This design comes from an exercise in tuning for small area, a short achievable clock period and few clock cycles per item on the open sky130 flow, not from production work.
The RTL was checked by simulation tests, not by an equivalence proof against the original design.
No activity file was given, so power comes from the tool's default toggle rates.

==> flow/standard.sh <==
#!/bin/bash
# synth_recipe.tcl (not shown) runs the flow's synth.tcl, then flattens the netlist and writes it again
# the make line also repeats each setting of config.mk as NAME=value (left out here)
make -C /OpenROAD-flow-scripts/flow DESIGN_CONFIG=/design/flow/config.mk WORK_HOME=/design/flow/orfs CLKGATE_MAP_FILE= SYNTH_SCRIPT=/design/flow/synth_recipe.tcl "${@:-finish}"
==> flow/design.v <==
module cobbler_xu (
    input  wire        clk,
    input  wire        rst,
    input  wire        in_valid,
    output wire        in_ready,
    input  wire [31:0] in_insn,
    input  wire [31:0] in_pc,
    input  wire [31:0] in_a,
    input  wire [31:0] in_b,
    output wire        out_valid,
    input  wire        out_ready,
    output wire [31:0] out_result,
    output wire        out_wen,
    output wire [3:0]  out_rd,
    output wire [31:0] out_npc,
    output wire        out_trap,
    output wire [3:0]  out_cause,
    output wire [31:0] out_eaddr
);
    integer i;
    wire [5:0]  i_op    = in_insn[31:26];
    wire [13:0] i_fn    = in_insn[13:0];
    wire [4:0]  i_f     = i_fn[4:0];
    wire        i_fok   = (i_fn[13:5] == 9'd0);
    wire        i_alu   = (i_op == 6'h00);
    wire        i_rb0   = (in_insn[17:14] == 4'd0);
    wire i_add   = i_alu && i_fok && i_f == 5'd0;
    wire i_sub   = i_alu && i_fok && i_f == 5'd1;
    wire i_and   = i_alu && i_fok && i_f == 5'd2;
    wire i_or    = i_alu && i_fok && i_f == 5'd3;
    wire i_xor   = i_alu && i_fok && i_f == 5'd4;
    wire i_shl   = i_alu && i_fok && i_f == 5'd5;
    wire i_shr   = i_alu && i_fok && i_f == 5'd6;
    wire i_sra   = i_alu && i_fok && i_f == 5'd7;
    wire i_slt   = i_alu && i_fok && i_f == 5'd8;
    wire i_sltu  = i_alu && i_fok && i_f == 5'd9;
    wire i_mul   = i_alu && i_fok && i_f == 5'd10;
    wire i_mulhu = i_alu && i_fok && i_f == 5'd11;
    wire i_mulhs = i_alu && i_fok && i_f == 5'd12;
    wire i_divu  = i_alu && i_fok && i_f == 5'd13;
    wire i_remu  = i_alu && i_fok && i_f == 5'd14;
    wire i_min   = i_alu && i_fok && i_f == 5'd15;
    wire i_max   = i_alu && i_fok && i_f == 5'd16;
    wire i_clz   = i_alu && i_fok && i_f == 5'd17;
    wire i_popc  = i_alu && i_fok && i_f == 5'd18;
    wire i_bswp  = i_alu && i_fok && i_f == 5'd19;
    wire i_addi  = (i_op == 6'h01);
    wire i_andi  = (i_op == 6'h02);
    wire i_ori   = (i_op == 6'h03);
    wire i_xori  = (i_op == 6'h04);
    wire i_slti  = (i_op == 6'h05);
    wire i_shfti = (i_op == 6'h06);
    wire i_lui   = (i_op == 6'h07);
    wire i_br    = (i_op[5:3] == 3'b010) && (i_op[2:1] != 2'b11);
    wire i_jal   = (i_op == 6'h16);
    wire i_jalr  = (i_op == 6'h17);
    wire [1:0] i_shk = in_insn[6:5];
    wire i_illegal =
        (i_alu && (!i_fok || i_f > 5'd19 || ((i_clz || i_popc || i_bswp) && !i_rb0))) ||
        (i_shfti && (in_insn[17:7] != 11'd0 || i_shk == 2'd3)) ||
        (i_lui && in_insn[21:18] != 4'd0) ||
        !(i_alu || i_addi || i_andi || i_ori || i_xori || i_slti || i_shfti || i_lui ||
          i_br || i_jal || i_jalr);
    wire [3:0] i_rd  = i_jal ? 4'd15 : in_insn[25:22];
    wire i_wen   = !i_br && (i_rd != 4'd0);
    reg [5:0] i_clza, i_clzb, i_popcnt;
    wire [5:0] i_dsh = i_clzb - i_clza;
    always @(*) begin
        i_clza = 6'd32;
        for (i = 0; i < 32; i = i + 1)
            if (in_a[i]) i_clza = 6'd31 - i[5:0];
        i_clzb = 6'd32;
        for (i = 0; i < 32; i = i + 1)
            if (in_b[i]) i_clzb = 6'd31 - i[5:0];
        i_popcnt = 6'd0;
        for (i = 0; i < 32; i = i + 1)
            i_popcnt = i_popcnt + {5'd0, in_a[i]};
    end
    reg        v1_q;
    reg [31:0] insn_q, pc_q, a_q, b_q;
    reg [3:0]  rd_d;
    reg        ill_d, wen_d;
    reg        mul_d, mulhs_d, mullo_d, div_d, divu_d;
    reg        sub_d, useb_d, logb_d;        
    reg        s_sum, s_and, s_or, s_xor, s_sh, s_slt, s_sltu, s_mm, mmx_d;
    reg        s_clz, s_popc, s_bswp, s_lui, s_pc4;
    reg        sh_l_d, sh_a_d, shb_d;        
    reg        jal_d, jalr_d;
    reg [2:0]  brk_d;
    reg [5:0]  clza_d, popc_d, dsh_d;
    reg        bz_d, dq_d;             
    reg        ov_q, trap_q, wen_q, align_q;
    reg [3:0]  rd_q;
    reg [31:0] r_q;            
    reg [31:0] n_q;            
    assign out_valid  = ov_q;
    assign out_trap   = trap_q;
    assign out_wen    = wen_q;
    assign out_rd     = rd_q;
    assign out_result = r_q;
    assign out_eaddr  = r_q;
    assign out_npc    = n_q;
    assign out_cause  = {2'b00, align_q, 1'b1};
    localparam [1:0] M_IDLE = 2'd0, M_MUL = 2'd1, M_DITER = 2'd3;
    reg [1:0]  mode_q;         
    reg [4:0]  cnt_q;          
    reg        mx_q;           
    reg        mp_q;           
    wire [31:0] a  = a_q;
    wire [31:0] b  = b_q;
    wire [31:0] pc = pc_q;
    wire [17:0] imm18 = insn_q[17:0];
    wire [25:0] imm26 = insn_q[25:0];
    wire        d_iter  = (mode_q == M_DITER);
    wire [31:0] simm  = {{14{imm18[17]}}, imm18};
    wire [31:0] opnd  = useb_d ? b : simm;
    wire [32:0] add_a = d_iter ? {r_q, a[cnt_q]} : {1'b0, a};
    wire [33:0] sum   = {1'b0, add_a} + {1'b1, sub_d ? ~opnd : opnd} + {33'd0, sub_d};
    wire        lt_u  = !sum[33];
    wire        lt_s  = (a[31] ^ opnd[31]) ? a[31] : sum[31];
    wire        eq    = (sum[31:0] == 32'd0);     
    wire [4:0]  shamt = div_d ? dsh_d[4:0] : (shb_d ? b[4:0] : imm18[4:0]);
    reg  [31:0] a_rev, sh_out;
    always @(*) begin
        for (i = 0; i < 32; i = i + 1)
            a_rev[i] = a[31 - i];
    end
    wire [31:0] sh_in  = sh_l_d ? a_rev : a;
    wire [32:0] sh_x   = {sh_a_d & a[31], sh_in};
    wire [32:0] sh_r   = $signed(sh_x) >>> shamt;
    always @(*) begin
        for (i = 0; i < 32; i = i + 1)
            sh_out[i] = sh_l_d ? sh_r[31 - i] : sh_r[i];
    end
    wire [31:0] pc4   = pc + 32'd4;
    wire [31:0] boff  = jal_d ? {{4{imm26[25]}}, imm26, 2'b00} : {{12{imm18[17]}}, imm18, 2'b00};
    wire [31:0] ptgt  = pc + boff;
    wire [31:0] lopnd = logb_d ? b : {14'd0, imm18};
    reg [31:0] res;
    always @(*) begin
        res = 32'd0;
        if (s_sum)  res = res | sum[31:0];
        if (s_and)  res = res | (a & lopnd);
        if (s_or)   res = res | (a | lopnd);
        if (s_xor)  res = res | (a ^ lopnd);
        if (s_sh)   res = res | sh_out;
        if (s_slt)  res = res | {31'd0, lt_s};
        if (s_sltu) res = res | {31'd0, lt_u};
        if (s_mm)   res = res | ((lt_s ^ mmx_d) ? a : b);
        if (s_clz)  res = res | {26'd0, clza_d};
        if (s_popc) res = res | {26'd0, popc_d};
        if (s_bswp) res = res | {a[7:0], a[15:8], a[23:16], a[31:24]};
        if (s_lui)  res = res | {imm18, 14'd0};
        if (s_pc4)  res = res | pc4;
    end
    reg taken;
    always @(*) begin
        case (brk_d)
            3'd0: taken = eq;
            3'd1: taken = !eq;
            3'd2: taken = lt_s;
            3'd3: taken = !lt_s;
            3'd4: taken = lt_u;
            3'd5: taken = !lt_u;
            3'd6: taken = 1'b0;
            default: taken = 1'b1;
        endcase
    end
    wire        align  = jalr_d && (sum[1:0] != 2'b00);
    wire        trap   = ill_d | align;
    wire [31:0] tgt    = jalr_d ? sum[31:0] : ptgt;
    wire [31:0] npc    = trap ? pc : (taken ? tgt : pc4);
    wire [31:0] rval   = ill_d ? insn_q : (align ? sum[31:0] : res);
    localparam MW = 42;
    wire        m_busy  = (mode_q == M_MUL);
    wire        m_last  = m_busy && cnt_q[1:0] == 2'd3;
    wire        m_sgn   = mulhs_d;
    wire [32:0] m_a     = {m_sgn & a[31], a};
    wire [7:0]  m_bd    = b[7:0];
    wire [8:0]  m_bx    = {m_bd, mp_q};
    wire [32:0] m_acc   = m_busy ? {mx_q, r_q} : 33'd0;
    reg  [MW-1:0] m_rows [0:3];
    reg  [3:0]    m_neg;
    integer t;
    always @(*) begin
        for (t = 0; t < 4; t = t + 1) begin : m_row
            reg b0, b1, b2, one, two, neg;
            reg [34:0] m, v;
            b0  = m_bx[2*t];
            b1  = m_bx[2*t+1];
            b2  = m_bx[2*t+2];
            neg = b2 & !(b1 & b0);
            one = b1 ^ b0;
            two = (b2 & !b1 & !b0) | (!b2 & b1 & b0);
            m   = one ? {{2{m_a[32]}}, m_a} : (two ? {m_a[32], m_a, 1'b0} : 35'd0);
            v   = neg ? ~m : m;
            m_neg[t]  = neg;
            m_rows[t] = {{(MW-35){1'b0}}, ~v[34], v[33:0]} << (2*t);
            if (t > 0)
                m_rows[t][2*t-2] = m_neg[t-1];
        end
        m_rows[0][41] = 1'b1;
        m_rows[0][39] = 1'b1;
        m_rows[0][37] = 1'b1;
        m_rows[0][35] = 1'b1;
    end
    wire [MW-1:0] m_c   = {{(MW-35){1'b0}}, ~m_acc[32], m_acc[32], m_acc[32:0]};
    wire [MW-1:0] m_r16 = {((m_last & !m_sgn & m_bd[7]) ? {1'b0, m_a} : 34'd0), 1'b0, m_neg[3], 6'd0};
    wire [MW-1:0] m_s   = m_c + m_rows[0] + m_rows[1] + m_rows[2] + m_rows[3] + m_r16;
    wire [31:0] m_lo    = {m_s[7:0], b[31:8]};
    wire        d_fits  = sum[33];
    wire [31:0] d_rem   = d_fits ? sum[31:0] : add_a[31:0];
    wire [31:0] d_quo   = {n_q[30:0], d_fits};
    wire        d_last  = d_iter && cnt_q == 5'd0;
    wire [31:0] d_qres  = d_iter ? d_quo : (bz_d ? 32'hFFFF_FFFF : 32'd0);
    wire [31:0] d_rres  = d_iter ? d_rem : a;
    wire [31:0] d_res   = divu_d ? d_qres : d_rres;
    wire idle    = (mode_q == M_IDLE);
    wire multi   = mul_d || (div_d && !dq_d);
    wire free    = !ov_q || out_ready;
    wire move    = v1_q && free && (idle ? !multi : (m_last || d_last));
    wire start   = v1_q && idle && multi && free;
    wire m_iter  = m_busy || (start && mul_d);
    assign in_ready = !v1_q || move;
    wire        x_trap  = trap;
    wire        x_wen   = wen_d && !trap;
    always @(posedge clk) begin
        if (rst) begin
            v1_q   <= 1'b0;
            ov_q   <= 1'b0;
            mode_q <= M_IDLE;
        end else begin
            if (in_ready)
                v1_q <= in_valid;
            if (move)
                mode_q <= M_IDLE;
            else if (start)
                mode_q <= mul_d ? M_MUL : M_DITER;
            if (move)
                ov_q <= 1'b1;
            else if (out_ready)
                ov_q <= 1'b0;
        end
    end
    always @(posedge clk) begin
        if (in_ready) begin
            insn_q  <= in_insn;
            pc_q    <= in_pc;
            a_q     <= in_a;
            b_q     <= in_b;
            rd_d    <= i_rd;
            ill_d   <= i_illegal;
            wen_d   <= i_wen;
            mul_d   <= i_mul | i_mulhu | i_mulhs;
            mulhs_d <= i_mulhs;
            mullo_d <= i_mul;
            div_d   <= i_divu | i_remu;
            divu_d  <= i_divu;
            sub_d   <= !(i_add || i_addi || i_jalr);
            useb_d  <= i_alu || i_br;
            logb_d  <= i_alu;
            s_sum   <= i_add || i_sub || i_addi;
            s_and   <= i_and || i_andi;
            s_or    <= i_or || i_ori;
            s_xor   <= i_xor || i_xori;
            s_sh    <= i_shl || i_shr || i_sra || i_shfti;
            s_slt   <= i_slt || i_slti;
            s_sltu  <= i_sltu;
            s_mm    <= i_min || i_max;
            mmx_d   <= i_max;
            s_clz   <= i_clz;
            s_popc  <= i_popc;
            s_bswp  <= i_bswp;
            s_lui   <= i_lui;
            s_pc4   <= i_jal || i_jalr;
            sh_l_d  <= i_shl || (i_shfti && i_shk == 2'd0);
            sh_a_d  <= i_sra || (i_shfti && i_shk == 2'd2);
            shb_d   <= i_alu;
            jal_d   <= i_jal;
            jalr_d  <= i_jalr;
            brk_d   <= i_br ? i_op[2:0] : ((i_jal || i_jalr) ? 3'd7 : 3'd6);
            clza_d  <= i_clza;
            popc_d  <= i_popcnt;
            dsh_d   <= i_dsh;
            bz_d    <= (in_b == 32'd0);
            dq_d    <= (in_b == 32'd0) || i_dsh[5];
        end else if (m_iter) begin
            b_q     <= m_lo;
        end
        if (start)
            cnt_q <= mul_d ? 5'd1 : dsh_d[4:0];
        else if (m_busy)
            cnt_q <= cnt_q + 5'd1;
        else if (d_iter)
            cnt_q <= cnt_q - 5'd1;
        mx_q <= m_s[40];
        mp_q <= m_iter && !m_last && m_bd[7];
        if (move) begin
            trap_q  <= x_trap;
            align_q <= !ill_d;
            wen_q   <= x_wen;
            rd_q    <= rd_d;
        end
        if (m_iter)
            r_q <= (m_last && mullo_d) ? m_lo : m_s[39:8];
        else if (move)
            r_q <= div_d ? d_res : rval;
        else if (start)
            r_q <= {1'b0, sh_out[31:1]};
        else if (d_iter)
            r_q <= d_rem;
        if (move)
            n_q <= npc;
        else if (start)
            n_q <= 32'd0;
        else if (d_iter)
            n_q <= d_quo;
    end
endmodule
==> flow/config.mk <==
export PLATFORM = sky130hd
export DESIGN_NAME = cobbler_xu
export DESIGN_NICKNAME = cobbler_xu
export VERILOG_FILES = /design/flow/design.v
export SDC_FILE = /design/flow/constraint.sdc
export NUM_CORES = 4
export LEC_CHECK = 0
export ABC_AREA = 1
export CAP_MARGIN = 30
export CORE_MARGIN = 2
export CORE_UTILIZATION = 50
export CTS_BUF_LIST = sky130_fd_sc_hd__clkbuf_8
export PLACE_DENSITY = 0.7
export SETUP_SLACK_MARGIN = 5
export SLEW_MARGIN = 30
==> flow/flow/run.sh <==
#!/bin/bash
# The standard layout, with the port buffers that global placement adds
# taken as the smallest plain buffer instead of a delay cell.
set -euo pipefail
bash standard.sh "BUFFER_PORTS_ARGS=-buffer_cell sky130_fd_sc_hd__buf_1" finish > standard.log 2>&1
==> flow/constraint.sdc <==
create_clock -name core_clock -period 12.0 [get_ports {clk}]
set_input_delay 2.4000 -clock core_clock [delete_from_list [all_inputs] [get_ports {clk}]]
set_output_delay 2.4000 -clock core_clock [all_outputs]
set_load 0.01 [all_outputs]
==> reports/qor.csv, run 1 <==
stage,metric,value,unit
run_status,status,finished clean,
synthesis,synth_largest_area_cell,edfxtp_1,
synthesis,synth-async-reset-ratio,0,%
synthesis,yosysMostFrequentCell,nand2_1,
synthesis,synthCells,5143,
placed_design,portBuffers,236,
finish,register_area,7870,sq um
drt,detail_route.iter0.violations,7210,
power,leakage,17.5,nW
cts,clock-sinks,264,
critical_path,path_class,flip-flop to flip-flop,
drt,drt-wirelength-per-cell,30.8,um
drt,drc,0,
drt,top_layer,met5,
sta,hold_violations,0,
sta,max-slew-margin-rel,12.7,%
sta,timing.final.max_slew_violations,0,
critical_path,crit_start,a_q[11],
sta,tightest_slew,1.30,ns
drt,met3_length,31.1,mm
synthesis,post_synth_most_frequent_cells,"nand2_1, inv_1, o21ai_0",
sta,rsz0062_at_grt,yes,
finish,drive_gt1_share,5.68,%
sta,holdWs,0.419,ns
global_route,grt_max_degree,102,
sta,setup-violations-final,0,
critical_path,crit_path_end,n_q[16],
critical_path,end_kind,flip-flop,
global_route,grt-ovfl-total,0,
cts,hold_buffers,0,
cts,numCtsBuffers,49,
power,clkPwrFrac,6.8,%
sta,tns,0,ns
synthesis,yosys_warnings,2,
drt,wl_met1,69.2,mm
die,die_y,269,um
drt,wl_met2,74.2,mm
die,rows,97,
critical_path,crit_fanout,34,
critical_path,crit_path_frequent_cell,nand2_1,
synthesis,netlist_area,35200,sq um
power,p_sw_share,61.7,%
critical_path,path_depth,32,
power,peakVddDrop,0.493,mV
synthesis,yosysSeqAreaShare,22.4,%
drt,drt_wl_total,192,mm
global_route,grt_pass1_vias,36000,
synthesis,yosysUniqueCellTypes,67,
cts,htreeDepth,2,
drt,vias_per_cell,6.38,
finish,final_nets,5732,
hold_path,holdCritPathClass,flip-flop to flip-flop,
critical_path,r2r_cells,32,
cts,tritoncts,built,
drt,drt_pass1_iterations,9,
cts,clk_latency,0.70,ns
power,combPwrFrac,82.0,%
synthesis,synthFlopType,edfxtp_1,
synthesis,synth.avg_cell_area,6.84,sq um
sta,finalCritPeriodShare,58.3,%
placed_design,hpwl,148,mm
finish,nFillCells,7132,
drt,vias,39700,
cts,cts_root_buf,clkbuf_8,
power,p_per_area,355,nW/um^2
critical_path,critPathMaxStageDelay,0.92,ns
synthesis,synth-seq-cells,264,
critical_path,cp_num_buf_inv,2,
global_route,grt_antenna_before_repair,19,
die,dieArea,72500,sq um
power,p_switching,8.35,mW
critical_path,cp-start-kind,flip-flop,
critical_path,slowest_stage,edfxtp_1,
power,intPower,5.18,mW
synthesis,yosys-top-cells-area,"edfxtp_1, nand2_1, fa_1",
cts,clk_pin_slew,0.06,ns
cts,cts_buffer_depth,3,
die,initial_core_util,50.4,%
critical_path,r2r-end,n_q[16],
global_route,grt_pass1_wl,263,mm
die,core_area,69800,sq um
sta,finalCriticalPeriod,7.00,ns
drt,ant_nets,0,
critical_path,r2r_slack,5.00,ns
critical_path,path_delay_family,simple AND/OR/NAND/NOR gates,
finish,multi_input_area,23500,sq um
die,io_pins,240,
job,drv_cap,0,
sta,fin_skew,0.0677,ns
critical_path,r2r-start,a_q[11],
die,dieWidth,269,um
critical_path,cp.arrival,7.40,ns
global_route,grt_use_total,50.9,%
finish,utilization,54.6,%
power,seqPwrFrac,11.2,%
synthesis,netlist.area_leader.share,22.0,%
power,power,13.5,mW
finish,area_growth,8.26,%
sta,max_freq,143,MHz
synthesis,synth_edf_count,258,
placed_design,gp_congestion,1.16,
critical_path,cp.required,12.41,ns
## power groups by stage
stage	registers [mW]	logic (mW)	clock network (mW)
after floorplan	1.39	6.67	0
after detailed placement	1.51	10.4	0
after global placement	1.50	10.4	0
final	1.52	11.1	0.922
after global routing	1.51	11.7	0.953
after CTS	1.49	10.4	0.922
## how the worst min path moves through the flow
| stage | start | endpoint | slack [ns] | depth (start not counted) |
|---|---|---|---|---|
| 6_report | rd_d[1] | rd_q[1] | 0.42 | 0 |
| 5_1_grt | rd_d[1] | rd_q[1] | 0.44 | 0 |
| 3_5_place_dp | rd_d[1] | rd_q[1] | 0.41 | 0 |
| 3_3_place_gp | rd_d[1] | rd_q[1] | 0.40 | 0 |
| 4_1_cts | rd_d[1] | rd_q[1] | 0.42 | 0 |
| 2_1_floorplan | rd_d[0] | rd_q[0] | 0.40 | 0 |
## what timing repair did
action,CTS,global route
cloned,0,3
pin swaps,0,2
setup endpoints to repair,10,42
setup buffers,2,15
resized for setup,19,33
## layout make-up
cell class / instances / share of cell area, %
Sequential cell: 264 / 20.7
Clock inverter: 41 / 0.785
Clock buffer: 49 / 1.77
Multi-Input combinational cell: 3873 / 61.7
Inverter: 703 / 6.96
Timing Repair Buffer: 350 / 4.94
Antenna cell: 11 / 0.0723
Tap cell: 940 / 3.09
## metrics by stage
step                instances  worst slack, ns  cell area [sq um]
global placement         6109             4.51              36600
detailed placement       6109             4.37              36600
finish                   6231             5.00              38100
CTS                      6201             5.05              37700
floorplan                5144             5.38              35200
global route             6224             4.97              38100
## layout by cell type (no fill, tap or decap), types with 30 or more instances in the layout
cell type | synthesis | final
nand4_1 | 39 | 39
inv_2 | 34 | 36
nand3_1 | 276 | 273
o211ai_1 | 71 | 71
xor2_1 | 230 | 229
nor2_1 | 290 | 283
ha_1 | 201 | 198
o21ai_0 | 622 | 607
edfxtp_1 | 258 | 258
o22ai_1 | 30 | 30
buf_4 | 37 | 100
fa_1 | 158 | 158
xnor2_1 | 44 | 42
inv_1 | 657 | 666
a21oi_1 | 238 | 234
buf_1 | 17 | 236
clkbuf_8 | 0 | 49
o21ai_1 | 23 | 34
nand2_1 | 1352 | 1350
## sequential cells by signal (all words and copies together) (netlist names), 6 cells and up
name    flops
a_q        32
pc_q       32
r_q        32
clza_d      6
n_q        32
popc_d      6
insn_q     32
b_q        32
## per-layer routing
layer	vias up	GRT usage (%)
met5	-	1.25
met4	10	35.9
met3	879	21.8
met2	3432	69.7
met1	18300	63.9
li1	17100	-
## logic make-up (layout without fill, tap and decap cells)
group                      Yosys count  in the layout  share of synthesized area, %
AOI/OAI and AO/OA                 1167           1167                          18.9
xor gates and xnor gates           274            274                          6.82
adders and majority gates          359            359                          16.1
buffers and inverters             1007           1143                          11.4
DFF                                264            264                          22.4
muxes                               10             10                         0.285
other                                2             14                        0.0214
and+or+nand+nor                   2060           2060                          24.1
Testbench counts, summed over its fixed seeds: cycles 33,851, items 24,000.
==> inputs of run 2 (changes only) <==
--- a/flow/config.mk
+++ b/flow/config.mk
@@ -11,3 +11,2 @@
 export CORE_UTILIZATION = 50
-export CTS_BUF_LIST = sky130_fd_sc_hd__clkbuf_8
 export PLACE_DENSITY = 0.7
==> run 2 against run 1 <==
Effect of this change: area after synthesis stayed put; hold slack gained 0.0036 ns; largest cell class unchanged; clock skew is 0.019 ns lower; maximum frequency decreased by 1.2%; non-clock buffer count is 4 higher; flip-flop and latch count is the same.
==> reports/qor.csv, run 2 <==
stage,metric,value,unit,change
run_status,status,finished clean,,unchanged
finish,drive_gt1_share,5.54,%,was 5.68%
die,rows,97,,unchanged
drt,vias,39600,,was 39700
synthesis,synth-async-reset-ratio,0,%,unchanged
critical_path,r2r-end,n_q[16],,unchanged
critical_path,r2r_slack,4.92,ns,was 5.00 ns
sta,rsz0062_at_grt,no,,was yes
global_route,grt_max_degree,102,,unchanged
synthesis,yosysUniqueCellTypes,67,,unchanged
global_route,grt_pass1_vias,35700,,was 36000
die,io_pins,240,,unchanged
die,dieWidth,269,um,unchanged
power,clkPwrFrac,7.7,%,was 6.8%
synthesis,post_synth_most_frequent_cells,"nand2_1, inv_1, o21ai_0",,unchanged
synthesis,netlist.area_leader.share,22.0,%,unchanged
synthesis,synth_largest_area_cell,edfxtp_1,,unchanged
synthesis,yosys_warnings,2,,unchanged
hold_path,min_path_cells,0,,unchanged
drt,top_layer,met5,,unchanged
critical_path,critPathMaxStageDelay,1.00,ns,was 0.92 ns
synthesis,synthCells,5143,,unchanged
power,peakVddDrop,0.471,mV,was 0.493 mV
critical_path,end_kind,flip-flop,,unchanged
power,p_per_area,357,nW/um^2,was 355 nW/um^2
cts,cts_root_buf,clkbuf_16,,was clkbuf_8
drt,met3_length,31.0,mm,was 31.1 mm
sta,hold_violations,0,,unchanged
power,p_sw_share,61.2,%,was 61.7%
job,drv_cap,0,,unchanged
synthesis,synth.avg_cell_area,6.84,sq um,unchanged
sta,timing.final.max_slew_violations,0,,unchanged
critical_path,crit_fanout,34,,unchanged
power,intPower,5.30,mW,was 5.18 mW
drt,wl_met2,74.2,mm,about the same
synthesis,yosysSeqAreaShare,22.4,%,unchanged
drt,ant_nets,0,,unchanged
critical_path,cp.arrival,7.47,ns,was 7.40 ns
sta,tns,0,ns,unchanged
critical_path,crit_start,a_q[23],,was a_q[11]
critical_path,cp-start-kind,flip-flop,,unchanged
drt,drt_wl_total,192,mm,about the same
synthesis,synthFlopType,edfxtp_1,,unchanged
cts,clk_pin_slew,0.06,ns,about the same
drt,drc,0,,unchanged
cts,tritoncts,built,,unchanged
cts,clock-sinks,264,,unchanged
cts,htreeDepth,1,,was 2
cts,cts_buffer_depth,3,,unchanged
die,core_area,69800,sq um,unchanged
sta,fin_skew,0.0488,ns,was 0.0677 ns
sta,tightest_slew,1.25,ns,was 1.30 ns
placed_design,hpwl,148,mm,unchanged
drt,drt_pass1_iterations,9,,unchanged
critical_path,crit_path_end,n_q[16],,unchanged
placed_design,portBuffers,236,,unchanged
synthesis,netlist_area,35200,sq um,unchanged
cts,clk_latency,0.67,ns,was 0.70 ns
finish,final_nets,5718,,was 5732
finish,final_cell_mix,"nand2_1, inv_1, o21ai_0",,unchanged
sta,setup_slack,4.92,ns,was 5.00 ns
power,seqPwrFrac,11.1,%,was 11.2%
global_route,grt_antenna_before_repair,23,,was 19
synthesis,synth-seq-cells,264,,unchanged
finish,area_growth,8.70,%,was 8.26%
critical_path,slowest_stage,xor2_1,,was edfxtp_1
synthesis,yosysMostFrequentCell,nand2_1,,unchanged
sta,finalCriticalPeriod,7.08,ns,was 7.00 ns
drt,vias_per_cell,6.37,,was 6.38
sta,max-slew-margin-rel,16.6,%,was 12.7%
hold_path,holdCritPathClass,flip-flop to flip-flop,,unchanged
finish,layout_commonest_cell,nand2_1,,unchanged
synthesis,synth_edf_count,258,,unchanged
drt,wl_met1,69.5,mm,was 69.2 mm
critical_path,crit_path_frequent_cell,nand2_1,,unchanged
synthesis,yosys-top-cells-area,"edfxtp_1, nand2_1, fa_1",,unchanged
global_route,grt_pass1_wl,263,mm,about the same
critical_path,r2r-start,a_q[23],,was a_q[11]
sta,finalCritPeriodShare,59.0,%,was 58.3%
power,leakage,17.5,nW,about the same
critical_path,cp.required,12.39,ns,was 12.41 ns
cts,numCtsBuffers,31,,was 49
die,die_y,269,um,unchanged
drt,detail_route.iter0.violations,7465,,was 7210
finish,utilization,54.8,%,was 54.6%
power,combPwrFrac,81.2,%,was 82.0%
critical_path,path_class,flip-flop to flip-flop,,unchanged
sta,max_freq,141,MHz,was 143 MHz
critical_path,r2r_cells,32,,unchanged
global_route,grt-ovfl-total,0,,unchanged
sta,setup-violations-final,0,,unchanged
placed_design,gp_congestion,1.16,,unchanged
drt,drt-wirelength-per-cell,30.9,um,was 30.8 um
placed_design,preCtsSetupSlack,4.37,ns,unchanged
global_route,grt_use_total,50.8,%,was 50.9%
power,p_switching,8.34,mW,was 8.35 mW
die,initial_core_util,50.4,%,unchanged
die,dieArea,72500,sq um,unchanged
==> run 2: area by class of cell <==
class                           count  area [sq um]
Multi-Input combinational cell   3873         23500
Timing Repair Buffer              354          1910
Clock inverter                     26           313
Clock buffer                       32           779
Antenna cell                       14          35.0
Inverter                          703          2650
Sequential cell                   264          7870
Fill cell                        7101         31600
Tap cell                          940          1180
==> run 2: through the flow <==
stage / area (sq um) / cells / hold WS (ns) / total power [mW]
floorplan: 35200 / 5144 / 0.400 / 8.06
global placement: 36600 / 6109 / 0.401 / 11.9
detailed placement: 36600 / 6109 / 0.406 / 11.9
CTS: 37800 / 6169 / 0.422 / 13.0
global route: 38200 / 6197 / 0.439 / 14.3
finish: 38200 / 6206 / 0.423 / 13.6
==> run 2: logic make-up (layout without fill, tap and decap cells) <==
kind of cell             count (synthesis)  count (layout)  share of synthesized area, %
buffers and inverters                 1007            1115                          11.4
AND/OR/NAND/NOR                       2060            2060                          24.1
multiplexers                            10              10                         0.285
AO/OA/AOI/OAI                         1167            1167                          18.9
other                                    2              17                        0.0214
adder cells (fa/ha/maj)                359             359                          16.1
XOR/XNOR                               274             274                          6.82
flip-flops                             264             264                          22.4
==> run 2: critical path, delay by kind of cell (launching register included) <==
family,cells,cell delay (ns)
AO/OA/AOI/OAI,2,0.41
XOR/XNOR,1,1.00
adder cells (fa/ha/maj),1,0.46
buffers and inverters,2,0.62
flip-flops,1,0.84
AND/OR/NAND/NOR,26,3.43
==> run 2: power groups by stage <==
stage	Clock (mW)	Combinational, mW	Sequential, mW
after floorplan	0	6.67	1.39
after global placement	0	10.4	1.50
after detailed placement	0	10.4	1.51
after CTS	1.06	10.4	1.49
after global routing	1.08	11.7	1.50
final	1.05	11.1	1.51
==> run 2: worst min path at each step <==
stage	from	end	slack [ns]
6_report	rd_d[1]	rd_q[1]	0.42
5_1_grt	rd_d[1]	rd_q[1]	0.44
2_1_floorplan	rd_d[0]	rd_q[0]	0.40
4_1_cts	rd_d[1]	rd_q[1]	0.42
3_3_place_gp	rd_d[1]	rd_q[1]	0.40
3_5_place_dp	rd_d[1]	rd_q[1]	0.41
==> run 2: what timing repair did <==
| action | CTS | global route |
|---|---|---|
| endpoints found under the setup margin | 10 | 41 |
| cloned | 0 | 3 |
| setup buffers | 2 | 19 |
| pin swaps | 0 | 2 |
| hold buffers | 0 | 0 |
| gates resized for setup | 16 | 35 |
==> run 2: routing by layer <==
metal	vias to the layer above	GRT usage, %
li1	17100	-
met3	834	21.2
met2	3333	69.9
met4	18	35.3
met1	18300	63.9
met5	-	1.18

==> afterwards: timing with drivers on the ports <==
The flow's constraints put no driver on any port. The routed layouts listed below were extracted and timed again, unchanged, in two steps. Step 1 (the two cells are an assumption about what drives the block):
set clk [get_ports {clk}]
set_driving_cell -lib_cell sky130_fd_sc_hd__clkbuf_16 $clk
set_driving_cell -lib_cell sky130_fd_sc_hd__buf_2 [delete_from_list [all_inputs] $clk]
Step 2 times the ports against the registers' clock, not the clock port: input delays grow and output delays shrink by t, the midpoint of the rising clock arrivals with the driver on. a / b / c = no drivers / after step 1 / after step 2; a / b = the first two.
run | shift t [ns] | slack for setup (ns) | worst setup path after step 2 | latest minus earliest clock arrival (ns)
run 1 | 0.737 | 5.003 / 5.003 / 4.924 | input to register | 0.068 / 0.068
run 2 | 0.712 | 4.916 / 4.916 / 4.891 | input to register | 0.049 / 0.049
After both steps setup and hold are still met in every run listed. The setup slack of run 1, which loses most, moves by 0.000 ns with the drivers and by -0.079 ns with both steps.
